What follows belongs to an exercise in optimizing a design on an open flow for small area; a production flow would make more cautious choices. Function was checked by simulation only, so behaviour that the tests miss may differ from the original. Power and IR drop assume default switching activity.

## flow/design.v (module list and top-level ports; edited modules follow where they fit)
// module dfu_unit: 207 lines
// module dfu_add: 15 lines
// module dfu_add_cs: 11 lines
// module dfu_carry: 13 lines
// module dfu_inc: 13 lines
// module dfu_mul: 1600 lines
module dfu_unit (
    input  wire        clk,
    input  wire        rst,           
    input  wire [1:0]  mode,          
    input  wire [20:0] dec_d,         
    input  wire        sync,          
    input  wire        corr_we,
    input  wire [1:0]  corr_m,
    input  wire [15:0] corr_ofs,
    input  wire [15:0] corr_gain,
    input  wire        corr_commit,
    input  wire        in_valid,
    input  wire [11:0] in_code,
    input  wire [1:0]  in_member,
    input  wire [3:0]  in_flags,      
    output wire        o_valid,
    output wire [31:0] o_index,
    output wire [15:0] o_lo,
    output wire [15:0] o_hi,
    output wire [31:0] o_h32,
    output wire [11:0] o_p12,
    output wire [4:0]  o_flags,       
    output reg  [31:0] sat_count
);
  // ...
==> flow/flow/run.sh <==
#!/bin/bash
# Layout flow: the standard ORFS flow, with two changes that leave the design's
# function and registers as the standard synthesis makes them:
#  - after the standard synthesis, flow/polar.py moves inverters out of the netlist
#    (full adders taken in complemented form, gates swapped for complemented twins);
#  - the buffers that global placement puts on every input and output port are the
#    smallest buffer cell, buf_1.
# Each step's output goes to a log file of its own in this folder.
set -euo pipefail
export BUFFER_PORTS_ARGS="-buffer_cell sky130_fd_sc_hd__buf_1"
R=orfs/results/sky130hd/dfu_unit/base
bash standard.sh synth > flow_synth.log 2>&1
cp "$R/1_2_yosys.v" synth_standard.v
python3 flow/polar.py synth_standard.v "$R/1_2_yosys.v" > flow_polar.log 2>&1
rm -f "$R/1_synth.odb" "$R/1_synth.sdc"
bash standard.sh finish > flow_layout.log 2>&1
==> flow/flow/polar.py <==
#!/usr/bin/env python3
"""Choose signal polarities in a mapped sky130 netlist to save inverters.

Two identities let the polarity of a signal move without changing what the
netlist computes:
  - a full adder of complemented inputs gives complemented outputs:
    FA(~a, ~b, ~c) = (~sum, ~cout);
  - some gates have a complemented twin (and2/nand2, or2/nor2, xor2/xnor2, ...).
The pass removes the inverters between logic cells (not those on ports), then
picks for every full adder whether it works on complemented signals and for
every gate with a twin which of the two it is, minimising the area of the
inverters that must then be put back plus the area of the twins chosen; a net
whose loads need both polarities gets one inverter. Registers and every other
cell stay as they are.

usage: polar.py IN.v OUT.v
"""
import math
import random
import re
import sys
from collections import defaultdict

INV_RE = re.compile(r"^sky130_fd_sc_hd__(inv|clkinv)_\d+$")
FA_RE = re.compile(r"^sky130_fd_sc_hd__(fa|maj3)_\d+$")
INST_RE = re.compile(r"^(\s*)(sky130_fd_sc_hd__\w+)\s+(\S+)\s*\((.*?)\);\s*$", re.S)
PIN_RE = re.compile(r"\.(\w+)\(([^()]*)\)")
OUT_PINS = {"X", "Y", "Q", "Q_N", "SUM", "COUT", "HI", "LO"}
INV_AREA = 3.7536
# complemented twins (same pins, output X <-> Y), with areas
TWINS = {
    "and2_1": ("nand2_1", 6.2560, 3.7536),
    "or2_1": ("nor2_1", 6.2560, 3.7536),
    "xor2_1": ("xnor2_1", 8.7584, 8.7584),
    "and3_1": ("nand3_1", 6.2560, 5.0048),
    "or3_1": ("nor3_1", 6.2560, 5.0048),
}
TWIN_OF = {}
for a, (b, aa, ab) in TWINS.items():
    TWIN_OF["sky130_fd_sc_hd__" + a] = ("sky130_fd_sc_hd__" + b, aa, ab)
    TWIN_OF["sky130_fd_sc_hd__" + b] = ("sky130_fd_sc_hd__" + a, ab, aa)


def out_pin(typ):
    return "X" if typ.split("__")[1].startswith(("and", "or", "xor", "buf")) and not typ.split("__")[1].startswith(("nand", "nor", "xnor")) else "Y"


def main(src, dst, seed=1):
    text = open(src).read()
    m = re.search(r"^module\s+(\S+)\s*\((.*?)\);", text, re.S | re.M)
    end = text.index("endmodule", m.end())
    body = text[m.end():end]
    stmts = [s + ";" for s in body.split(";")]
    tail = stmts.pop()[:-1]

    ports = set()
    decls = []
    insts = {}
    order = []
    for s in stmts:
        mi = INST_RE.match(s)
        if mi:
            typ, name = mi.group(2), mi.group(3)
            insts[name] = [typ, {p: n.strip() for p, n in PIN_RE.findall(mi.group(4))}]
            order.append(name)
            continue
        st = s.strip()
        if st.startswith("assign"):
            raise SystemExit("assign statements not handled")
        md = re.match(r"^(input|output|inout)\s+(\[\d+:\d+\]\s*)?(\S+);$", st)
        if md:
            rng, nm = md.group(2), md.group(3)
            if rng:
                hi, lo = map(int, re.findall(r"\d+", rng))
                for b in range(min(hi, lo), max(hi, lo) + 1):
                    ports.add(f"{nm}[{b}]")
            else:
                ports.add(nm)
        decls.append(s)

    driver = {}
    loads = defaultdict(list)
    for name, (typ, pins) in insts.items():
        for p, n in pins.items():
            if p in OUT_PINS:
                driver[n] = (name, p)
            else:
                loads[n].append((name, p))

    # removable inverters: logic to logic, no port on either side
    removable = set()
    for name, (typ, pins) in insts.items():
        if INV_RE.match(typ) and pins["A"] not in ports and pins["Y"] not in ports \
                and pins["A"] in driver:
            removable.add(name)

    # roots: nets driven by a non-removable cell (or input ports)
    # for each root, the load pins reached through removable inverters with parity
    root_loads = {}   # root net -> list of (inst, pin, parity)

    def collect(net, par, acc, depth=0):
        for (li, lp) in loads.get(net, []):
            if li in removable:
                collect(insts[li][1]["Y"], par ^ 1, acc, depth + 1)
            else:
                acc.append((li, lp, par))

    all_nets = set(driver) | set(loads)
    for n in all_nets:
        d = driver.get(n)
        if d is None or d[0] not in removable:
            acc = []
            collect(n, 0, acc)
            if acc or n in ports:
                root_loads[n] = acc

    # variables: flippable cells (full adders and twin gates) whose outputs are not ports
    var_of = {}
    variables = []
    for name, (typ, pins) in insts.items():
        if FA_RE.match(typ) or typ in TWIN_OF:
            outs = [n for p, n in pins.items() if p in OUT_PINS]
            if any(o in ports for o in outs):
                continue
            var_of[name] = len(variables)
            variables.append(name)
    nv = len(variables)
    x = [0] * nv

    # root dependencies: root polarity toggles with its driver's variable;
    # a load pin's required polarity toggles with the load's variable if it is an FA
    # (a twin gate's inputs do not change polarity)
    roots = list(root_loads)
    root_drv_var = []
    root_items = []   # list of (parity, var or -1, fixed_needs_true)
    for r in roots:
        d = driver.get(r)
        dv = var_of.get(d[0], -1) if d else -1
        root_drv_var.append(dv)
        items = []
        for (li, lp, par) in root_loads[r]:
            lv = var_of.get(li, -1) if FA_RE.match(insts[li][0]) else -1
            items.append((par, lv))
        root_items.append(items)
    roots_of_var = defaultdict(set)
    for ri, r in enumerate(roots):
        if root_drv_var[ri] >= 0:
            roots_of_var[root_drv_var[ri]].add(ri)
        for (par, lv) in root_items[ri]:
            if lv >= 0:
                roots_of_var[lv].add(ri)

    def root_cost(ri):
        dv = root_drv_var[ri]
        base = x[dv] if dv >= 0 else 0
        need = False
        for (par, lv) in root_items[ri]:
            if par ^ base ^ (x[lv] if lv >= 0 else 0):
                need = True
                break
        return INV_AREA if need else 0.0

    def var_cost(v):
        typ = insts[variables[v]][0]
        if typ in TWIN_OF:
            _, a_self, a_twin = TWIN_OF[typ]
            return a_twin if x[v] else a_self
        return 0.0

    def total():
        return sum(root_cost(ri) for ri in range(len(roots))) + sum(var_cost(v) for v in range(nv))

    def delta(v):
        rs = roots_of_var[v]
        before = sum(root_cost(ri) for ri in rs) + var_cost(v)
        x[v] ^= 1
        after = sum(root_cost(ri) for ri in rs) + var_cost(v)
        x[v] ^= 1
        return after - before

    rng = random.Random(seed)
    cur = total()
    start = cur
    best = cur
    best_x = x[:]
    # greedy descent, then simulated annealing
    T0, T1 = 4.0, 0.05
    steps = 600 * max(1, nv)
    for k in range(steps):
        T = T0 * (T1 / T0) ** (k / steps)
        v = rng.randrange(nv)
        d = delta(v)
        if d <= 0 or rng.random() < math.exp(-d / T):
            x[v] ^= 1
            cur += d
            if cur < best - 1e-9:
                best = cur
                best_x = x[:]
    x[:] = best_x
    improved = True
    while improved:
        improved = False
        for v in range(nv):
            if delta(v) < -1e-9:
                x[v] ^= 1
                improved = True
    best = total()

    # rebuild: drop removable inverters, apply twins and flips, add one inverter per
    # root whose loads need the complement
    n_inv0 = sum(1 for t, _ in insts.values() if INV_RE.match(t))
    for name in removable:
        del insts[name]
    for v, name in enumerate(variables):
        if x[v] and insts[name][0] in TWIN_OF:
            typ, pins = insts[name]
            twin = TWIN_OF[typ][0]
            op, np_ = out_pin(typ), out_pin(twin)
            pins = {(np_ if p == op else p): n for p, n in pins.items()}
            insts[name] = [twin, pins]
    new_wires = []
    k = 0
    for ri, r in enumerate(roots):
        dv = root_drv_var[ri]
        base = x[dv] if dv >= 0 else 0
        inv_net = None
        for (li, lp, par) in root_loads[r]:
            lv = var_of.get(li, -1) if FA_RE.match(insts[li][0]) else -1
            want = par ^ base ^ (x[lv] if lv >= 0 else 0)
            if want:
                if inv_net is None:
                    k += 1
                    inv_net = f"_polar_n{k}_"
                    new_wires.append(inv_net)
                    iname = f"_polar_i{k}_"
                    insts[iname] = ["sky130_fd_sc_hd__inv_1", {"A": r, "Y": inv_net}]
                    order.append(iname)
                insts[li][1][lp] = inv_net
            else:
                insts[li][1][lp] = r
    n_inv1 = sum(1 for t, _ in insts.values() if INV_RE.match(t))

    out = [text[:m.end()]]
    out.extend(decls)
    for w in new_wires:
        out.append(f"\n  wire {w};")
    for name in order:
        if name not in insts:
            continue
        typ, pins = insts[name]
        conn = ",\n".join(f"    .{p}({n}{' ' if n.startswith(chr(92)) else ''})" for p, n in pins.items())
        out.append(f"\n  {typ} {name} (\n{conn}\n  );")
    out.append(tail)
    out.append("\n" + text[end:])
    open(dst, "w").write("".join(out))
    print(f"polar: {nv} cells free, cost {start:.1f} -> {best:.1f} um2, inverters {n_inv0} -> {n_inv1}")


if __name__ == "__main__":
    main(sys.argv[1], sys.argv[2])
==> flow/standard.sh <==
#!/bin/bash
# synth_recipe.tcl (not shown) runs the flow's synth.tcl, then flattens the netlist and writes it again
# the make line also repeats each setting of config.mk as NAME=value (left out here)
make -C /OpenROAD-flow-scripts/flow DESIGN_CONFIG=/design/flow/config.mk WORK_HOME=/design/flow/orfs CLKGATE_MAP_FILE= SYNTH_SCRIPT=/design/flow/synth_recipe.tcl "${@:-finish}"
==> flow/config.mk <==
export PLATFORM = sky130hd
export DESIGN_NAME = dfu_unit
export DESIGN_NICKNAME = dfu_unit
export VERILOG_FILES = /design/flow/design.v
export SDC_FILE = /design/flow/constraint.sdc
export NUM_CORES = 4
export LEC_CHECK = 0
export CAP_MARGIN = 20
export CORE_MARGIN = 2
export CORE_UTILIZATION = 40
export CTS_CLUSTER_DIAMETER = 80
export CTS_CLUSTER_SIZE = 30
export PLACE_DENSITY = 0.6
export SLEW_MARGIN = 20
==> flow/constraint.sdc <==
create_clock -name core_clock -period 14.0 [get_ports {clk}]
set_input_delay 2.8000 -clock core_clock [delete_from_list [all_inputs] [get_ports {clk}]]
set_output_delay 2.8000 -clock core_clock [all_outputs]
set_load 0.01 [all_outputs]
==> results by group, run 1 <==
Power
  • Worst IR drop on VDD: 0.000132 V
  • Seq group: 1.67 mW
  • Net load switching power: 1.70 mW
  • Internal power contribution: 2.74 mW
  • Logic gate share of total power: 42.2%

Yosys
  • Cell count after synthesis: 2,301
  • Net Count, Synth: 2,831

Timing
  • Worst slew pin tran: 973 ps
  • Worst hold slack after final layout: 337 ps
  • Final critical-path share of the clock period: 96.7%
  • Post-route setup TNS: 0 ps

GRT
  • Number of antenna violations at the first check in global routing: 4
  • Total global routing track utilization: 19.2%

Worst setup path
  • Reg2Reg Depth: 43
  • End of the critical path: o_p12[11]
  • Most frequent cell on the critical path: ha_1
  • Largest incremental delay on the critical path: 520 ps
  • Endpoint class of the critical path: primary output

Status
  • Run status: timing/DRC/antenna clean

Final layout
  • Diodes inserted: 0
  • Count of plain and timing-repair buffers in the layout: 294
  • Fill cell count: 6,241
  • Buffer share of cell area: 4.53%
  • Final core area utilization: 44.9%
  • Area Overhead vs Synth: 11.1%
  • Proportion of cell area occupied by multi-input gates: 50.3%
  • Footprint of the multi-input gates: 15,200 µm²
  • Final non-filler cell area: 30,100 µm²

Route
  • Detailed-routing wirelength on met1: 28,100 µm
  • Met2 Wirelength: 32,800 µm
  • Routed length per instance: 19.5 µm
  • Vias per cell: 5.27

Clock network
  • CTS HTree Levels: 1
  • Count of clock tree sinks: 442
  • Setup fix buffers added after clock tree synthesis: 0

Place
  • Placer congestion estimate: 0.897

Hold path
  • Path type of the worst min-delay path: flop to flop

Floorplanning
  • Placeable Area: 67,200 µm²
==> run 2, diff against run 1 <==
--- a/flow/flow/polar.py
+++ b/flow/flow/polar.py
@@ -29,18 +29,93 @@
 INV_AREA = 3.7536
-# complemented twins (same pins, output X <-> Y), with areas
-TWINS = {
-    "and2_1": ("nand2_1", 6.2560, 3.7536),
-    "or2_1": ("nor2_1", 6.2560, 3.7536),
-    "xor2_1": ("xnor2_1", 8.7584, 8.7584),
-    "and3_1": ("nand3_1", 6.2560, 5.0048),
-    "or3_1": ("nor3_1", 6.2560, 5.0048),
-}
-TWIN_OF = {}
-for a, (b, aa, ab) in TWINS.items():
-    TWIN_OF["sky130_fd_sc_hd__" + a] = ("sky130_fd_sc_hd__" + b, aa, ab)
-    TWIN_OF["sky130_fd_sc_hd__" + b] = ("sky130_fd_sc_hd__" + a, ab, aa)
-
-
-def out_pin(typ):
-    return "X" if typ.split("__")[1].startswith(("and", "or", "xor", "buf")) and not typ.split("__")[1].startswith(("nand", "nor", "xnor")) else "Y"
+LIB = "/OpenROAD-flow-scripts/flow/platforms/sky130hd/lib/sky130_fd_sc_hd__tt_025C_1v80.lib"
+FAMILIES = [
+    ["and2", "nand2", "or2", "nor2"],
+    ["and3", "nand3", "or3", "nor3"],
+    ["and4", "nand4", "or4", "nor4"],
+    ["a21o", "a21oi", "o21a", "o21ai"],
+    ["a22o", "a22oi", "o22a", "o22ai"],
+    ["a211o", "a211oi", "o211a", "o211ai"],
+    ["a31o", "a31oi", "o31a", "o31ai"],
+    ["a32o", "a32oi", "o32a", "o32ai"],
+    ["a41o", "a41oi", "o41a", "o41ai"],
+    ["a221o", "a221oi", "o221a", "o221ai"],
+    ["a311o", "a311oi", "o311a", "o311ai"],
+    ["a2111o", "a2111oi", "o2111a", "o2111ai"],
+    ["xor2", "xnor2"],
+    ["mux2", "mux2i"],
+]
+# cells whose inputs and outputs all change polarity together (one variable)
+SELF_DUAL = re.compile(r"^sky130_fd_sc_hd__(fa|maj3)_\d+$")
+
+
+def read_lib(path):
+    """cell -> (area, {output pin: python expression}, [input pins])"""
+    text = open(path).read()
+    cells = {}
+    for m in re.finditer(r'cell \("(sky130_fd_sc_hd__\w+)"\)', text):
+        start = m.end()
+        nxt = text.find('cell ("', start)
+        chunk = text[start:nxt if nxt > 0 else len(text)]
+        area = re.search(r"area\s*:\s*([0-9.]+)", chunk)
+        funcs = {}
+        inputs = []
+        for pm in re.finditer(r'pin \("(\w+)"\)\s*\{', chunk):
+            body = chunk[pm.end():pm.end() + 4000]
+            d = re.search(r'direction\s*:\s*"?(\w+)"?', body)
+            f = re.search(r'\bfunction\s*:\s*"([^"]*)"', body)
+            if d and d.group(1) == "output" and f:
+                e = f.group(1).replace("!", " not ").replace("&", " and ").replace("|", " or ").replace("+", " or ").replace("^", " != ")
+                e = re.sub(r"\b([A-Z]\w*)\b", r"v['\1']", e)
+                funcs[pm.group(1)] = e
+            elif d and d.group(1) == "input" and pm.group(1) not in ("VPWR", "VGND", "VPB", "VNB"):
+                inputs.append(pm.group(1))
+        cells[m.group(1)] = (float(area.group(1)) if area else 0.0, funcs, inputs)
+    return cells
+
+
+def build_variants(lib):
+    """For each family cell T: {(vi, vo): (cell M, area)} such that, with the
+    toggled inputs complemented, M computes T's function complemented by vo."""
+    import itertools
+    variants = {}
+    toggles = {}
+    members = {}
+    for fam in FAMILIES:
+        cands = [c for c in lib if re.match(r"^sky130_fd_sc_hd__(%s)_\d+$" % "|".join(fam), c)]
+        for c in cands:
+            base = c.split("__")[1].rsplit("_", 1)[0]
+            members.setdefault(tuple(fam), []).append(c)
+    for fam, cells in members.items():
+        for T in cells:
+            aT, fT, inT = lib[T]
+            if len(fT) != 1:
+                continue
+            (oT, eT), = fT.items()
+            tog = [p for p in inT if not (fam == ("mux2", "mux2i") and p == "S")]
+            table = {}
+            for vi in (0, 1):
+                for vo in (0, 1):
+                    best = None
+                    for M in cells:
+                        aM, fM, inM = lib[M]
+                        if sorted(inM) != sorted(inT) or len(fM) != 1:
+                            continue
+                        (oM, eM), = fM.items()
+                        ok = True
+                        for bits in itertools.product((0, 1), repeat=len(inT)):
+                            v = dict(zip(inT, bits))
+                            w = {p: (b ^ vi if p in tog else b) for p, b in v.items()}
+                            if bool(eval(eM, {}, {"v": w})) != (bool(eval(eT, {}, {"v": v})) ^ bool(vo)):
+                                ok = False
+                                break
+                        if ok:
+                            key = (M.rsplit("_", 1)[1] != T.rsplit("_", 1)[1], aM)
+                            if best is None or key < best[0]:
+                                best = (key, M, aM, oM)
+                    if best:
+                        table[(vi, vo)] = (best[1], best[2], best[3])
+            if (0, 0) in table and table[(0, 0)][0] == T:
+                variants[T] = table
+                toggles[T] = set(tog)
+    return variants, toggles
 
@@ -116,30 +191,41 @@
 
-    # variables: flippable cells (full adders and twin gates) whose outputs are not ports
-    var_of = {}
-    variables = []
+    # variables: for a full adder (or maj3) one, for a family cell two: inputs
+    # complemented (vi) and output complemented (vo). Cells driving ports stay.
+    lib = read_lib(LIB)
+    variants, toggles = build_variants(lib)
+    cell_vars = {}
+    var_owner = []
     for name, (typ, pins) in insts.items():
-        if FA_RE.match(typ) or typ in TWIN_OF:
-            outs = [n for p, n in pins.items() if p in OUT_PINS]
-            if any(o in ports for o in outs):
-                continue
-            var_of[name] = len(variables)
-            variables.append(name)
-    nv = len(variables)
+        flexible = SELF_DUAL.match(typ) or typ in variants
+        if not flexible:
+            continue
+        outs = [n for p, n in pins.items() if p in OUT_PINS]
+        if any(o in ports for o in outs):
+            continue
+        if SELF_DUAL.match(typ):
+            cell_vars[name] = (len(var_owner), len(var_owner))
+            var_owner.append(name)
+        else:
+            cell_vars[name] = (len(var_owner), len(var_owner) + 1)
+            var_owner.extend([name, name])
+    nv = len(var_owner)
     x = [0] * nv
 
-    # root dependencies: root polarity toggles with its driver's variable;
-    # a load pin's required polarity toggles with the load's variable if it is an FA
-    # (a twin gate's inputs do not change polarity)
+    def toggle_var(cell, pin):
+        cv = cell_vars.get(cell)
+        if cv is None:
+            return -1
+        typ = insts[cell][0]
+        if SELF_DUAL.match(typ):
+            return cv[0]
+        return cv[0] if pin in toggles[typ] else -1
+
     roots = list(root_loads)
     root_drv_var = []
-    root_items = []   # list of (parity, var or -1, fixed_needs_true)
+    root_items = []
     for r in roots:
         d = driver.get(r)
-        dv = var_of.get(d[0], -1) if d else -1
+        dv = cell_vars[d[0]][1] if (d and d[0] in cell_vars) else -1
         root_drv_var.append(dv)
-        items = []
-        for (li, lp, par) in root_loads[r]:
-            lv = var_of.get(li, -1) if FA_RE.match(insts[li][0]) else -1
-            items.append((par, lv))
-        root_items.append(items)
+        root_items.append([(par, toggle_var(li, lp)) for (li, lp, par) in root_loads[r]])
     roots_of_var = defaultdict(set)
@@ -155,14 +241,12 @@
         base = x[dv] if dv >= 0 else 0
-        need = False
         for (par, lv) in root_items[ri]:
             if par ^ base ^ (x[lv] if lv >= 0 else 0):
-                need = True
-                break
-        return INV_AREA if need else 0.0
-
-    def var_cost(v):
-        typ = insts[variables[v]][0]
-        if typ in TWIN_OF:
-            _, a_self, a_twin = TWIN_OF[typ]
-            return a_twin if x[v] else a_self
+                return INV_AREA
+        return 0.0
+
+    def cell_cost(name):
+        typ = insts[name][0]
+        if typ in variants:
+            vi, vo = cell_vars[name]
+            return variants[typ][(x[vi], x[vo])][1] if (x[vi], x[vo]) in variants[typ] else 1e6
         return 0.0
@@ -170,3 +254,3 @@
     def total():
-        return sum(root_cost(ri) for ri in range(len(roots))) + sum(var_cost(v) for v in range(nv))
+        return sum(root_cost(ri) for ri in range(len(roots))) + sum(cell_cost(c) for c in cell_vars)
 
@@ -174,5 +258,6 @@
         rs = roots_of_var[v]
-        before = sum(root_cost(ri) for ri in rs) + var_cost(v)
+        c = var_owner[v]
+        before = sum(root_cost(ri) for ri in rs) + cell_cost(c)
         x[v] ^= 1
-        after = sum(root_cost(ri) for ri in rs) + var_cost(v)
+        after = sum(root_cost(ri) for ri in rs) + cell_cost(c)
         x[v] ^= 1
@@ -213,9 +298,12 @@
         del insts[name]
-    for v, name in enumerate(variables):
-        if x[v] and insts[name][0] in TWIN_OF:
-            typ, pins = insts[name]
-            twin = TWIN_OF[typ][0]
-            op, np_ = out_pin(typ), out_pin(twin)
-            pins = {(np_ if p == op else p): n for p, n in pins.items()}
-            insts[name] = [twin, pins]
+    for name, (vi, vo) in cell_vars.items():
+        typ, pins = insts[name]
+        if typ in variants and (x[vi] or x[vo]):
+            M, _, oM = variants[typ][(x[vi], x[vo])]
+            oT = [p for p in pins if p in OUT_PINS][0]
+            insts[name] = [M, {(oM if p == oT else p): n for p, n in pins.items()}]
+    lvar = {}
+    for ri, r in enumerate(roots):
+        for (li, lp, par), (_, lv) in zip(root_loads[r], root_items[ri]):
+            lvar[(li, lp)] = lv
     new_wires = []
@@ -227,3 +315,3 @@
         for (li, lp, par) in root_loads[r]:
-            lv = var_of.get(li, -1) if FA_RE.match(insts[li][0]) else -1
+            lv = lvar[(li, lp)]
             want = par ^ base ^ (x[lv] if lv >= 0 else 0)
@@ -255,3 +343,3 @@
     open(dst, "w").write("".join(out))
-    print(f"polar: {nv} cells free, cost {start:.1f} -> {best:.1f} um2, inverters {n_inv0} -> {n_inv1}")
+    print(f"polar: {len(cell_vars)} cells free, cost {start:.1f} -> {best:.1f} um2, inverters {n_inv0} -> {n_inv1}")
 
==> run 2 against run 1 <==
Still clean. Sequential power barely moved. Clock power shrank 5.0%. Non-clock buffer count down 13. Wire length increased by 7.3%. Area after synthesis rose by 0.59%. Combinational power is essentially flat. Core utilization decreased by 0.22 points. Fmax grew 0.37%. Global-route usage grew 1.0 points. Flip-flop and latch count is the same. Largest power group unchanged.
==> results by group, run 2 <==
Route
  • First-pass detailed-route iteration total: 7
  • Post-detailed-route count of antenna-violating nets: 0
  • Number of DRC violations after detailed-routing iteration 0: 1,304
  • Via count: 18,300
  • Final routed DRC violation total: 0
  • Routed length per instance: 20.6 µm (+6.0%)
  • Drt total wl: 71,000 µm
  • Vias per cell: 5.32 (+0.77%)

Timing
  • RSZ-0062 raised after global routing: false
  • Setup Viol. Count Final: 0
  • Final critical-path share of the clock period: 96.4% (-0.35 points)
  • Fin crit period: 13,490 ps
  • Final setup slack of the worst path: 510 ps
  • Max-slew headroom: 37.5%
  • Layout Skew: 32.4 ps
  • Worst slew pin tran: 938 ps (-35.2 ps)
  • Number of max-slew violations in the final report: 0
  • Post-route setup TNS: 0 ps (unchanged)
  • Count of endpoints failing hold in the final timing report: 0
  • Peak Freq: 0.0741 GHz

GRT
  • Number of antenna violations at the first check in global routing: 3 (-1)
  • Total global routing track utilization: 20.2% (+1.0 points)
  • Via count of the first global-routing pass: 19,200
  • Maximum number of pins on one net before global-route repair: 74
  • Total congestion overflow after global routing: 0
  • Global-route wire length before repair: 111,000 µm

Final layout
  • Fill cell count: 6,249 (+0.13%)
  • Sequential standard cell area: 11,100 µm²
  • Area Overhead vs Synth: 10.4%
  • Top library cells by usage in the layout, fill and taps aside: fa_1 (287), nor2_1 (276), nand2_1 (245)
  • Most common cell after layout, fill and taps aside: fa_1
  • Net total in the final layout: 3,077
  • Final non-filler cell area: 30,100 µm² (-0.13%)
  • Layout cells sized above 1: 8.30%
  • Final core area utilization: 44.7% (-0.22 points)
  • Footprint of the multi-input gates: 15,100 µm² (-0.53%)

Hold path
  • Cells on Worst Hold Path: 0
  • Path type of the worst min-delay path: flop to flop
  • Endpoint of the worst hold-timing path: q_flags[3]$_DFF_P_
  • Min-Delay Startpoint: p_flags[3]$_DFF_P_

Place
  • Number of input and output port buffers inserted: 226
  • DP Area: 29,200 µm²
  • Placer congestion estimate: 0.941 (+4.9%)
  • Total half-perimeter wirelength after legalization and detailed placement: 54,900 µm
  • Worst Setup Slack post-DPL: 423 ps

Floorplanning
  • Floorplan row count: 95
  • Placeable Area: 67,400 µm² (+0.35%)
  • DIE WIDTH: 265 µm
  • Height of the chip: 265 µm
  • Initial core utilization: 40.5%
  • Io pins: 227
  • Die area: 70,300 µm²

Clock network
  • Count of clock tree sinks: 442 (unchanged)
  • Hold-fix buffer count after cts: 0
  • Clk pin slew, worst setup/hold paths: 80 ps
  • Number of buffers added by the clock tree synthesis step: 24
  • CTS HTree Levels: 1 (unchanged)
  • Clock tree from TritonCTS: built
  • Latest clock arrival within the worst-skew pair: 600 ps
  • Clock tree root driver cell: clkbuf_16
  • Max clock buf depth: 3

Yosys
  • Net Count, Synth: 2,885 (+1.9%)
  • Syn avg cell area: 11.6 µm²
  • Cell count after synthesis: 2,355 (+2.3%)
  • Warnings, synthesis: 5
  • Cell area after synthesis: 27,300 µm²

Worst setup path
  • Data arrival time of the critical path: 10,690 ps
  • Reg2reg end: q_y[12]$_SDFF_PP1_
  • Cell type of the slowest stage on the worst timing path: mux4_2
  • Top fanout value on the critical path: 10
  • Startpoint type of the worst setup path: input port
  • Flop-to-flop setup slack: 670 ps
  • Endpoint class of the critical path: primary output
  • Largest incremental delay on the critical path: 580 ps (+60 ps)
  • Most frequent cell on the critical path: ha_1
  • Critical R2R Launch: p_m[0]$_DFF_P_
  • Crit Path Class: input port to primary output
  • Reg2Reg Depth: 41 (-4.7%)
  • Required time at the worst-slack endpoint: 11,200 ps

Power
  • Worst IR drop on VDD: 0.000148 V (+13%)
  • Power density over the cells: 145 nW/µm²
  • Static leakage: 12.7 nW

Run
  • Max Cap Viol: 0

Status
  • Run status: timing/DRC/antenna clean
[run 2: per-layer routing]
| layer | share of wire [%] | wire length [µm] | GRT usage [%] |
|---|---|---|---|
| met1 | 41 | 29000 | 25.6 |
| met2 | 50 | 35500 | 35.6 |
| met3 | 5.2 | 3720 | 2.61 |
| met4 | 4.0 | 2830 | 7.19 |
| met5 | 0.042 | 30 | 0 |
[run 2: critical path, delay by kind of cell]
kind | cells | cell delay (ps)
AND/OR/NAND/NOR | 6 | 1430
XOR/XNOR | 1 | 150
multiplexers | 2 | 840
adder cells (fa/ha/maj) | 25 | 4820
AO/OA/AOI/OAI | 2 | 270
buffers and inverters | 2 | 420
[run 2: where the power goes]
part,total (mW),internal [mW],switching (mW)
Sequential,1.66,1.53,0.127
Combinational,1.85,0.791,1.06
Clock,0.861,0.382,0.478
Total,4.37,2.71,1.67
[run 2: metrics by stage]
stage / std cells / hold WS, ps / power (mW)
global placement: 3394 / 311 / 3.49
detailed placement: 3394 / 316 / 3.57
CTS: 3438 / 337 / 4.44
finish: 3439 / 333 / 4.37
floorplan: 2355 / 310 / 3.01
global route: 3439 / 351 / 4.76
[run 2: worst max-delay path by stage]
stage,from,to,depth (start not counted)
6_report,dec_d[14],o_p12[11],38
4_1_cts,dec_d[14],o_p12[11],38
5_1_grt,dec_d[14],o_p12[11],38
3_5_place_dp,dec_d[14],o_p12[11],38
2_1_floorplan,mode[0],o_p12[11],41
3_3_place_gp,dec_d[14],o_p12[11],38
[run 2: cell type report]
class                      count  share of cell area [%]
multi-input combinational   1638                    50.1
sequential                   442                    37.0
timing repair buffer         281                    4.20
tap                          873                    3.63
clock buffer                  31                    2.22
inverter                     160                    1.99
clock inverter                13                   0.827
antenna                        1                 0.00831
[run 2: what timing repair did]
| action | in CTS | in global routing |
|---|---|---|
| setup buffers | 0 | 0 |
| setup endpoints to repair | 0 | 1 |
| resized for setup | 0 | 3 |
==> run 3, diff against run 2 <==
--- a/flow/config.mk
+++ b/flow/config.mk
@@ -7,2 +7,3 @@
 export LEC_CHECK = 0
+export ABC_AREA = 1
 export CAP_MARGIN = 20
==> run 3 against run 2 <==
Sequential share of layout area is 0.26 points higher. Critical path depth is 6 higher. First-iteration DRC count is 5.9% lower. Critical path type unchanged. Wire length is 5.4% lower. Final cell count is 7.5% higher. Largest power group unchanged. Worst setup slack better by 92 ps. Flip-flop and latch count stayed put. Clock power is 6.5% higher. Count of clock-buffer cells in the layout is 1 higher. Area after synthesis is 1.8% lower.
==> results by group, run 3 <==
Status
  • Run status: timing/DRC/antenna clean

Route
  • Routed length per instance: 18.2 µm (-12%)
  • First-pass detailed-route iteration total: 5 (-2)
  • Via count: 18,800 (+2.8%)
  • Number of DRC violations after detailed-routing iteration 0: 1,227 (-5.9%)
  • Drt total wl: 67,200 µm (-5.4%)
  • Final routed DRC violation total: 0 (unchanged)
  • Vias per cell: 5.08 (-4.4%)
  • Post-detailed-route count of antenna-violating nets: 0 (unchanged)

Timing
  • Post-route setup TNS: 0 ps (unchanged)
  • RSZ-0062 raised after global routing: false
  • Count of endpoints failing hold in the final timing report: 0 (unchanged)
  • Worst slew pin tran: 1020 ps (+86.7 ps)
  • Fin crit period: 13,400 ps (-91.6 ps)
  • Peak Freq: 0.0746 GHz (+0.68%)
  • Max-slew headroom: 31.6% (-5.9 points)
  • Setup Viol. Count Final: 0 (unchanged)
  • Layout Skew: 28.5 ps (-3.84 ps)
  • Final critical-path share of the clock period: 95.7% (-0.65 points)
  • Number of max-slew violations in the final report: 0 (unchanged)

Power
  • Worst IR drop on VDD: 0.000202 V (+36%)
  • Power density over the cells: 179 nW/µm² (+24%)
  • Static leakage: 13.2 nW (+3.7%)
  • Design Power: 5.36 mW (+23%)

GRT
  • Via count of the first global-routing pass: 19,500 (+1.9%)
  • Total global routing track utilization: 19.4% (-0.84 points)
  • Total congestion overflow after global routing: 0 (unchanged)
  • Global-route wire length before repair: 107,000 µm (-3.7%)
  • Maximum number of pins on one net before global-route repair: 67 (-9.5%)
  • Number of antenna violations at the first check in global routing: 0 (-3)

Final layout
  • Net total in the final layout: 3,342 (+8.6%)
  • Area Overhead vs Synth: 11.6%
  • Most common cell after layout, fill and taps aside: nor2_1
  • Top library cells by usage in the layout, fill and taps aside: nor2_1 (426), nand2_1 (383), fa_1 (287)
  • Sequential standard cell area: 11,100 µm² (unchanged)
  • Fill cell count: 6,198 (-0.82%)
  • Footprint of the multi-input gates: 14,400 µm² (-4.7%)
  • Diodes inserted: 0 (-1)
  • Layout cells sized above 1: 5.54% (-2.8 points)

Clock network
  • Clk pin slew, worst setup/hold paths: 90 ps (about the same)
  • Max clock buf depth: 3 (unchanged)
  • CTS HTree Levels: 1 (unchanged)
  • Count of clock tree sinks: 442 (unchanged)
  • Clock tree from TritonCTS: built
  • Latest clock arrival within the worst-skew pair: 600 ps (about the same)
  • Number of buffers added by the clock tree synthesis step: 26 (+8.3%)
  • Hold-fix buffer count after cts: 0 (unchanged)
  • Clock tree root driver cell: clkbuf_16

Worst setup path
  • Startpoint type of the worst setup path: input port
  • Cell type of the slowest stage on the worst timing path: or3_2
  • Largest incremental delay on the critical path: 510 ps (-70 ps)
  • Data arrival time of the critical path: 10,600 ps (-90 ps)
  • Most frequent cell on the critical path: ha_1
  • Top fanout value on the critical path: 19 (+9)
  • Endpoint class of the critical path: primary output
  • Crit Path Class: input port to primary output
  • Required time at the worst-slack endpoint: 11,200 ps (about the same)

Floorplanning
  • Initial core utilization: 40.6% (+0.12 points)
  • Placeable Area: 66,000 µm² (-2.1%)
  • Floorplan row count: 94 (-1.1%)
  • Die area: 69,100 µm² (-1.8%)
  • Io pins: 227 (unchanged)
  • Height of the chip: 263 µm (-0.90%)
  • DIE WIDTH: 263 µm (-0.90%)

Hold path
  • Path type of the worst min-delay path: flop to flop

Run
  • Max Cap Viol: 0 (unchanged)

Place
  • Total half-perimeter wirelength after legalization and detailed placement: 49,900 µm (-9.2%)
  • Placer congestion estimate: 0.893 (-5.2%)
  • Number of input and output port buffers inserted: 226 (unchanged)

Yosys
  • Syn avg cell area: 10.3 µm² (-11%)
  • Warnings, synthesis: 5 (unchanged)
  • Cell count after synthesis: 2,596 (+10%)
  • Net Count, Synth: 3,126 (+8.4%)
  • Cell area after synthesis: 26,800 µm² (-1.8%)
[run 3: stage by stage]
| step | util, % | area [µm²] | setup WS (ps) | instances | hold slack [ps] |
|---|---|---|---|---|---|
| final | 45.3 | 29900 | 602 | 3696 | 337 |
| after global routing | 45.3 | 29900 | 34.3 | 3696 | 348 |
| after CTS | 45.2 | 29800 | 110 | 3690 | 338 |
| after detailed placement | 43.6 | 28800 | 145 | 3642 | 316 |
| after global placement | 43.6 | 28800 | 333 | 3642 | 312 |
| after floorplan | - | 26800 | 943 | 2596 | 310 |
[run 3: metal layers]
metal	share of wire, %	vias up	global-route usage, %
met2	49	634	33.9
li1	-	8867	-
met1	42	9198	25.1
met5	0	-	0
met4	1.8	0	4.16
met3	6.8	90	3.47
[run 3: final cells by class]
type | instances | share of cell area [%]
Multi-Input combinational cell | 1817 | 48.1
Sequential cell | 442 | 37.3
Timing Repair Buffer | 297 | 4.76
Tap cell | 864 | 3.62
Inverter | 228 | 2.87
Clock buffer | 32 | 2.36
Clock inverter | 16 | 1.03
[run 3: critical path, delay by kind of cell]
kind	cells	cell delay, ps
buffers and inverters	6	710
adder cells (fa/ha/maj)	26	5000
XOR/XNOR	1	180
AND/OR/NAND/NOR	7	1300
AO/OA/AOI/OAI	4	610
[run 3: what timing repair did]
action	CTS	global route
setup endpoints to repair	0	4
gates resized for setup	0	12
setup buffers	0	4
[run 3: final timing paths]
check	startpoint	to	slack [ps]	cells after the start
setup / recovery	mode[1]	o_p12[11]	600	44
setup reg to reg	p_m[0]$_DFF_P_	q_y[0]$_SDFF_PP1_	730	44
hold / removal	p_flags[2]$_DFF_P_	q_flags[2]$_DFF_P_	340	0
hold reg to reg	p_flags[2]$_DFF_P_	q_flags[2]$_DFF_P_	340	0
[run 3: power by group]
part           internal [mW]  leakage [nW]  switching, mW  total (mW)
Clock                  0.424         0.480          0.493       0.917
Combinational           1.20          8.76           1.58        2.78
Sequential              1.55          3.95          0.114        1.66
==> run 4, diff against run 3 <==
--- a/flow/config.mk
+++ b/flow/config.mk
@@ -13,2 +13,3 @@
 export CTS_CLUSTER_SIZE = 30
+export GPL_TIMING_DRIVEN = 0
 export PLACE_DENSITY = 0.6
==> run 4 against run 3 <==
Design area up 0.93%. Non-clock buffer count up 61. Flip-flop and latch count unchanged. Still clean on timing, DRC and antenna. Register-to-register slack worse by 230 ps. Sequential power about the same. Core utilization up 0.42 points.
==> results by group, run 4 <==
Final layout
  • Layout cells sized above 1: 5.46% (-0.082 points)
  • Top library cells by usage in the layout, fill and taps aside: nor2_1 (424), nand2_1 (379), fa_1 (287)
  • Fill cell count: 6,287 (+1.4%)
  • Most common cell after layout, fill and taps aside: nor2_1
  • Area Overhead vs Synth: 12.7%
  • Net total in the final layout: 3,403 (+1.8%)

Yosys
  • Warnings, synthesis: 5 (unchanged)
  • Cell count after synthesis: 2,596 (unchanged)
  • Cell area after synthesis: 26,800 µm² (unchanged)
  • Syn avg cell area: 10.3 µm² (unchanged)
  • Net Count, Synth: 3,126 (unchanged)

Route
  • Routed length per instance: 19.1 µm (+4.9%)
  • First-pass detailed-route iteration total: 5 (unchanged)
  • Post-detailed-route count of antenna-violating nets: 0 (unchanged)
  • Vias per cell: 5.16 (+1.6%)
  • Number of DRC violations after detailed-routing iteration 0: 1,338 (+9.0%)
  • Via count: 19,400 (+3.3%)
  • Drt total wl: 71,700 µm (+6.7%)
  • Final routed DRC violation total: 0 (unchanged)

Clock network
  • Number of buffers added by the clock tree synthesis step: 26 (unchanged)
  • Clock tree from TritonCTS: built
  • Clock tree root driver cell: clkbuf_16
  • Count of clock tree sinks: 442 (unchanged)
  • Max clock buf depth: 3 (unchanged)
  • Hold-fix buffer count after cts: 0 (unchanged)
  • Clk pin slew, worst setup/hold paths: 100 ps (about the same)
  • Latest clock arrival within the worst-skew pair: 590 ps (about the same)
  • CTS HTree Levels: 1 (unchanged)

GRT
  • Total global routing track utilization: 20.7% (+1.3 points)
  • Global-route wire length before repair: 113,000 µm (+5.6%)
  • Via count of the first global-routing pass: 20,500 (+4.7%)
  • Total congestion overflow after global routing: 0 (unchanged)
  • Maximum number of pins on one net before global-route repair: 65 (-3.0%)
  • Number of antenna violations at the first check in global routing: 4 (+4)

Worst setup path
  • Required time at the worst-slack endpoint: 11,200 ps (about the same)
  • Data arrival time of the critical path: 10,780 ps (+180 ps)
  • Largest delay share family, worst path: adder cells
  • Buffering stage count on the worst path with inverters included: 5 (-1)
  • Logic depth of the worst path, buffers included: 43 (-2.3%)
  • Cell type of the slowest stage on the worst timing path: or3_4
  • Startpoint type of the worst setup path: input port
  • Crit Path Class: input port to primary output
  • Largest incremental delay on the critical path: 430 ps (-80 ps)
  • Reg2Reg Depth: 42 (-4.5%)
  • Most frequent cell on the critical path: ha_1
  • Endpoint class of the critical path: primary output
  • Top fanout value on the critical path: 7 (-12)

Timing
  • Post-route setup TNS: 0 ps (unchanged)
  • Worst slew pin tran: 826 ps (-199 ps)
  • Fin crit period: 13,580 ps (+184 ps)
  • RSZ-0062 raised after global routing: true
  • Number of max-slew violations in the final report: 0 (unchanged)
  • Worst hold slack after final layout: 337 ps (+0.0310 ps)
  • Max-slew headroom: 44.9% (+13 points)
  • Final critical-path share of the clock period: 97.0% (+1.3 points)
  • Layout Skew: 30.1 ps (+1.55 ps)
  • Setup Viol. Count Final: 0 (unchanged)
  • Peak Freq: 0.0736 GHz (-1.4%)
  • Count of endpoints failing hold in the final timing report: 0 (unchanged)

Floorplanning
  • Io pins: 227 (unchanged)
  • Floorplan row count: 94 (unchanged)
  • Initial core utilization: 40.6% (unchanged)
  • Die area: 69,100 µm² (unchanged)
  • DIE WIDTH: 263 µm (unchanged)
  • Placeable Area: 66,000 µm² (unchanged)
  • Height of the chip: 263 µm (unchanged)

Status
  • Run status: timing/DRC/antenna clean

Place
  • Placer congestion estimate: 0.942 (+5.6%)
  • Total half-perimeter wirelength after legalization and detailed placement: 55,400 µm (+11%)
  • Number of input and output port buffers inserted: 225 (-0.44%)

Run
  • Max Cap Viol: 0 (unchanged)

Hold path
  • Path type of the worst min-delay path: flop to flop
  • Cells on Worst Hold Path: 0 (unchanged)

Power
  • Power density over the cells: 181 nW/µm² (+1.1%)
  • Static leakage: 13.3 nW (+0.48%)
  • Worst IR drop on VDD: 0.000190 V (-5.7%)
[run 4: report_power, final]
part	switching, mW	internal, mW	leakage (nW)	total [mW]
Sequential	0.126	1.55	3.95	1.67
Clock	0.498	0.426	0.492	0.924
Combinational	1.65	1.23	8.81	2.87
[run 4: worst paths after layout]
| path | slack, ps | start | endpoint |
|---|---|---|---|
| worst max-delay path | 420 | mode[1] | o_p12[11] |
| worst min-delay path | 340 | p_flags[1]$_DFF_P_ | q_flags[1]$_DFF_P_ |
| worst max register to register | 500 | p_m[1]$_DFF_P_ | q_clamp$_DFF_P_ |
| worst min register to register | 340 | p_flags[1]$_DFF_P_ | q_flags[1]$_DFF_P_ |
[run 4: final cells by class]
cell class | instances | area, µm² | share of cell area [%]
diodes | 1 | 2.50 | 0.00829
plain buffers | 108 | 504 | 1.67
clock buffers | 30 | 697 | 2.31
clock inverters | 18 | 337 | 1.12
inverters | 228 | 863 | 2.86
multi-input cells | 1817 | 14500 | 47.9
flip-flops and latches | 442 | 11100 | 36.9
well taps | 864 | 1080 | 3.58
repair buffers | 250 | 1070 | 3.56
[run 4: timing repair]
action / CTS / global route
setup buffers: 5 / 8
pin swaps: 5 / 8
setup endpoints to repair: 22 / 21
resized for setup: 30 / 42
[run 4: worst reg2reg max path, delay by kind of cell, from the launching register on]
family                     cells  cell delay, ps
adders and majority gates     31           10970
buffers and inverters          5            1020
AOI/OAI and AO/OA              2             590
and+or+nand+nor                4             490
DFF                            1             410
[run 4: layer usage]
metal | global-route usage [%] | share of wire [%] | vias to the layer above
met5 | 0 | 0.056 | -
li1 | - | - | 8996
met4 | 5.95 | 2.7 | 6
met1 | 26.8 | 42 | 9542
met2 | 35.8 | 49 | 709
met3 | 3.18 | 6.3 | 149
[run 4: metrics by stage]
step / util [%] / cell area [µm²] / worst slack, ps / std cells / total power, mW
floorplan: - / 26800 / 943 / 2596 / 3.75
global placement: 43.5 / 28700 / -956 / 3685 / 4.49
detailed placement: 43.7 / 28900 / -1070 / 3696 / 4.58
CTS: 45.5 / 30000 / 1.15 / 3748 / 5.52
global route: 45.7 / 30200 / -19.9 / 3757 / 6.05
finish: 45.7 / 30200 / 417 / 3758 / 5.47
==> run 5, diff against run 4 <==
--- a/flow/config.mk
+++ b/flow/config.mk
@@ -8,3 +8,3 @@
 export ABC_AREA = 1
-export CAP_MARGIN = 20
+export CAP_MARGIN = 5
 export CORE_MARGIN = 2
@@ -13,4 +13,3 @@
 export CTS_CLUSTER_SIZE = 30
-export GPL_TIMING_DRIVEN = 0
 export PLACE_DENSITY = 0.6
-export SLEW_MARGIN = 20
+export SLEW_MARGIN = 5
==> run 5 against run 4 <==
Still clean. Area after synthesis is the same. Final cell count decreased by 1.6%. Register-to-register slack gained 270 ps. Flip-flop and latch count stayed put. Core utilization down 0.43 points. First-iteration DRC count fell by 7.0%. Total power decreased by 2.1%. Critical endpoint unchanged. Highest routed layer unchanged.
==> results by group, run 5 <==
Final layout
  • Fill cell count: 6,140 (-2.3%)
  • Most common cell after layout, fill and taps aside: nor2_1
  • Area Overhead vs Synth: 11.6%
  • Top library cells by usage in the layout, fill and taps aside: nor2_1 (425), nand2_1 (383), fa_1 (287)
  • Number of standard cells in the final layout excluding fillers: 3,698 (-1.6%)
  • Layout cells sized above 1: 5.68% (+0.22 points)
  • Final core area utilization: 45.3% (-0.43 points)
  • Diodes inserted: 0 (-1)
  • Net total in the final layout: 3,344 (-1.7%)
  • Sequential standard cell area: 11,100 µm² (about the same)
  • Footprint of the multi-input gates: 14,400 µm² (-0.57%)

Floorplanning
  • Initial core utilization: 40.6% (unchanged)
  • DIE WIDTH: 263 µm (unchanged)
  • Die area: 69,100 µm² (unchanged)
  • Io pins: 227 (unchanged)
  • Floorplan row count: 94 (unchanged)
  • Placeable Area: 66,000 µm² (unchanged)
  • Height of the chip: 263 µm (unchanged)

Worst setup path
  • Required time at the worst-slack endpoint: 11,200 ps (about the same)
  • Critical R2R Launch: p_m[0]$_DFF_P_
  • Launch point of the worst path: mode[1]
  • Endpoint class of the critical path: primary output
  • Largest incremental delay on the critical path: 510 ps (+80 ps)
  • Cell type of the slowest stage on the worst timing path: or3_2
  • Startpoint type of the worst setup path: input port
  • Top fanout value on the critical path: 6 (-1)
  • Reg2Reg Depth: 42 (unchanged)
  • Reg2reg end: q_y[0]$_SDFF_PP1_
  • Most frequent cell on the critical path: ha_1
  • Crit Path Class: input port to primary output
  • Data arrival time of the critical path: 10,770 ps (about the same)
  • Flop-to-flop setup slack: 770 ps (+270 ps)

Clock network
  • Clk pin slew, worst setup/hold paths: 90 ps (about the same)
  • Hold-fix buffer count after cts: 0 (unchanged)
  • Clock tree from TritonCTS: built
  • Max clock buf depth: 3 (unchanged)
  • Number of buffers added by the clock tree synthesis step: 26 (unchanged)
  • CTS HTree Levels: 1 (unchanged)
  • Count of clock tree sinks: 442 (unchanged)
  • Clock tree root driver cell: clkbuf_16
  • Latest clock arrival within the worst-skew pair: 600 ps (about the same)

Route
  • Routed length per instance: 18.3 µm (-4.2%)
  • Via count: 19,000 (-2.2%)
  • Drt total wl: 67,600 µm (-5.7%)
  • Final routed DRC violation total: 0 (unchanged)
  • Number of DRC violations after detailed-routing iteration 0: 1,244 (-7.0%)
  • Post-detailed-route count of antenna-violating nets: 0 (unchanged)
  • Vias per cell: 5.13 (-0.60%)
  • First-pass detailed-route iteration total: 8 (+3)

Yosys
  • Syn avg cell area: 10.3 µm² (unchanged)
  • Cell area after synthesis: 26,800 µm² (unchanged)
  • Cell count after synthesis: 2,596 (unchanged)
  • Net Count, Synth: 3,126 (unchanged)
  • Warnings, synthesis: 5 (unchanged)

Timing
  • Number of max-slew violations in the final report: 0 (unchanged)
  • Worst slew pin tran: 1080 ps (+253 ps)
  • Count of endpoints failing hold in the final timing report: 0 (unchanged)
  • Fin crit period: 13,570 ps (-16.4 ps)
  • Peak Freq: 0.0737 GHz (+0.12%)
  • Final critical-path share of the clock period: 96.9% (-0.12 points)
  • Layout Skew: 29.6 ps (-0.501 ps)
  • Setup Viol. Count Final: 0 (unchanged)
  • Post-route setup TNS: 0 ps (unchanged)
  • RSZ-0062 raised after global routing: false
  • Max-slew headroom: 28.0% (-17 points)

Power
  • Design Power: 5.35 mW (-2.1%)
  • Power density over the cells: 179 nW/µm² (-1.2%)
  • Worst IR drop on VDD: 0.000155 V (-19%)
  • Static leakage: 13.2 nW (-0.48%)

Status
  • Run status: timing/DRC/antenna clean

Hold path
  • Endpoint of the worst hold-timing path: q_flags[1]$_DFF_P_
  • Cells on Worst Hold Path: 0 (unchanged)
  • Path type of the worst min-delay path: flop to flop
  • Min-Delay Startpoint: p_flags[1]$_DFF_P_

GRT
  • Maximum number of pins on one net before global-route repair: 67 (+3.1%)
  • Global-route wire length before repair: 109,000 µm (-3.6%)
  • Total congestion overflow after global routing: 0 (unchanged)
  • Via count of the first global-routing pass: 19,800 (-3.2%)
  • Total global routing track utilization: 19.7% (-0.95 points)
  • Number of antenna violations at the first check in global routing: 1 (-3)

Place
  • Placer congestion estimate: 0.895 (-5.0%)
  • Total half-perimeter wirelength after legalization and detailed placement: 50,200 µm (-9.5%)
  • Number of cells in the design after placement: 3,643 (-1.4%)
  • Number of input and output port buffers inserted: 226 (+0.44%)

Run
  • Max Cap Viol: 0 (unchanged)
run 5: metal layers:
layer	track usage [%]	vias to the layer above	wire length, µm
met3	3.32	122	4460
met1	25.8	9354	28900
met2	33.8	624	32500
met4	5.28	2	1660
li1	-	8876	-
met5	0	-	13
run 5: how the worst max path moves through the flow:
| stage | end | cells after the start |
|---|---|---|
| after floorplan | o_p12[11] | 41 |
| after global placement | o_p12[11] | 44 |
| after detailed placement | o_p12[11] | 44 |
| after CTS | o_p12[11] | 44 |
| after global routing | o_p12[11] | 44 |
| final | o_p12[11] | 42 |
run 5: critical path: cells and delay by family:
family                   cells  cell delay [ps]
adder cells (fa/ha/maj)     26             5080
AND/OR/NAND/NOR              5             1250
multiplexers                 3              700
buffers and inverters        6              660
XOR/XNOR                     1              170
AO/OA/AOI/OAI                1              100
run 5: cell type report:
cell class | count | share of cell area [%]
Clock buffer | 32 | 2.36
Clock inverter | 16 | 0.988
Inverter | 228 | 2.88
Multi-Input combinational cell | 1817 | 48.1
Sequential cell | 442 | 37.3
Tap cell | 864 | 3.62
Timing Repair Buffer | 299 | 4.76
run 5: stage by stage:
step / cell area (µm²) / setup WS [ps] / hold slack [ps]
final: 29900 / 434 / 334
after floorplan: 26800 / 943 / 310
after detailed placement: 28800 / 107 / 314
after CTS: 29800 / 94.6 / 336
after global routing: 29900 / 35.0 / 339
after global placement: 28800 / 275 / 312
run 5: timing repair:
action / CTS / global route
buffers inserted: 0 / 7
gates resized for setup: 0 / 14
setup endpoints to repair: 0 / 3
run 5: power by group:
part | internal [mW] | switching, mW
Clock | 0.402 | 0.504
Sequential | 1.55 | 0.113
Combinational | 1.20 | 1.58

## static timing again, ports no longer ideal
In the flow no input, the clock included, has a driving cell. The finished layouts below were timed again as built, in two steps.
Step 1, drivers: a clkbuf_16 drives clk and a buf_2 each remaining input, both assumed.
Step 2 moves the port delays by t, midway between the first and last clock arrival at a register: inputs arrive t later, outputs are due t later. That takes back most of the time a late clock gives input paths.
a / b / c = no drivers / after step 1 / after step 2; a / b = the first two.
run | t (ns) | setup WS [ns] | hold WS [ns] | worst setup path at the end | worst slew at a driven data input, ns
run 1 | 0.643 | 0.461 / 0.436 / 0.436 | 0.337 / 0.337 / 0.337 | input to output | 0.07
run 2 | 0.651 | 0.510 / 0.490 / 0.490 | 0.333 / 0.333 / 0.333 | input to output | 0.10
run 3 | 0.647 | 0.602 / 0.579 / 0.579 | 0.337 / 0.337 / 0.337 | input to output | 0.06
run 4 | 0.637 | 0.417 / 0.384 / 0.384 | 0.337 / 0.337 / 0.337 | input to output | 0.08
run 5 | 0.643 | 0.434 / 0.408 / 0.408 | 0.334 / 0.334 / 0.334 | input to output | 0.06
After both steps every run listed still meets setup and hold. For run 4, which loses most, drivers alone change the setup slack by -0.033 ns; drivers and shift together by -0.033 ns.
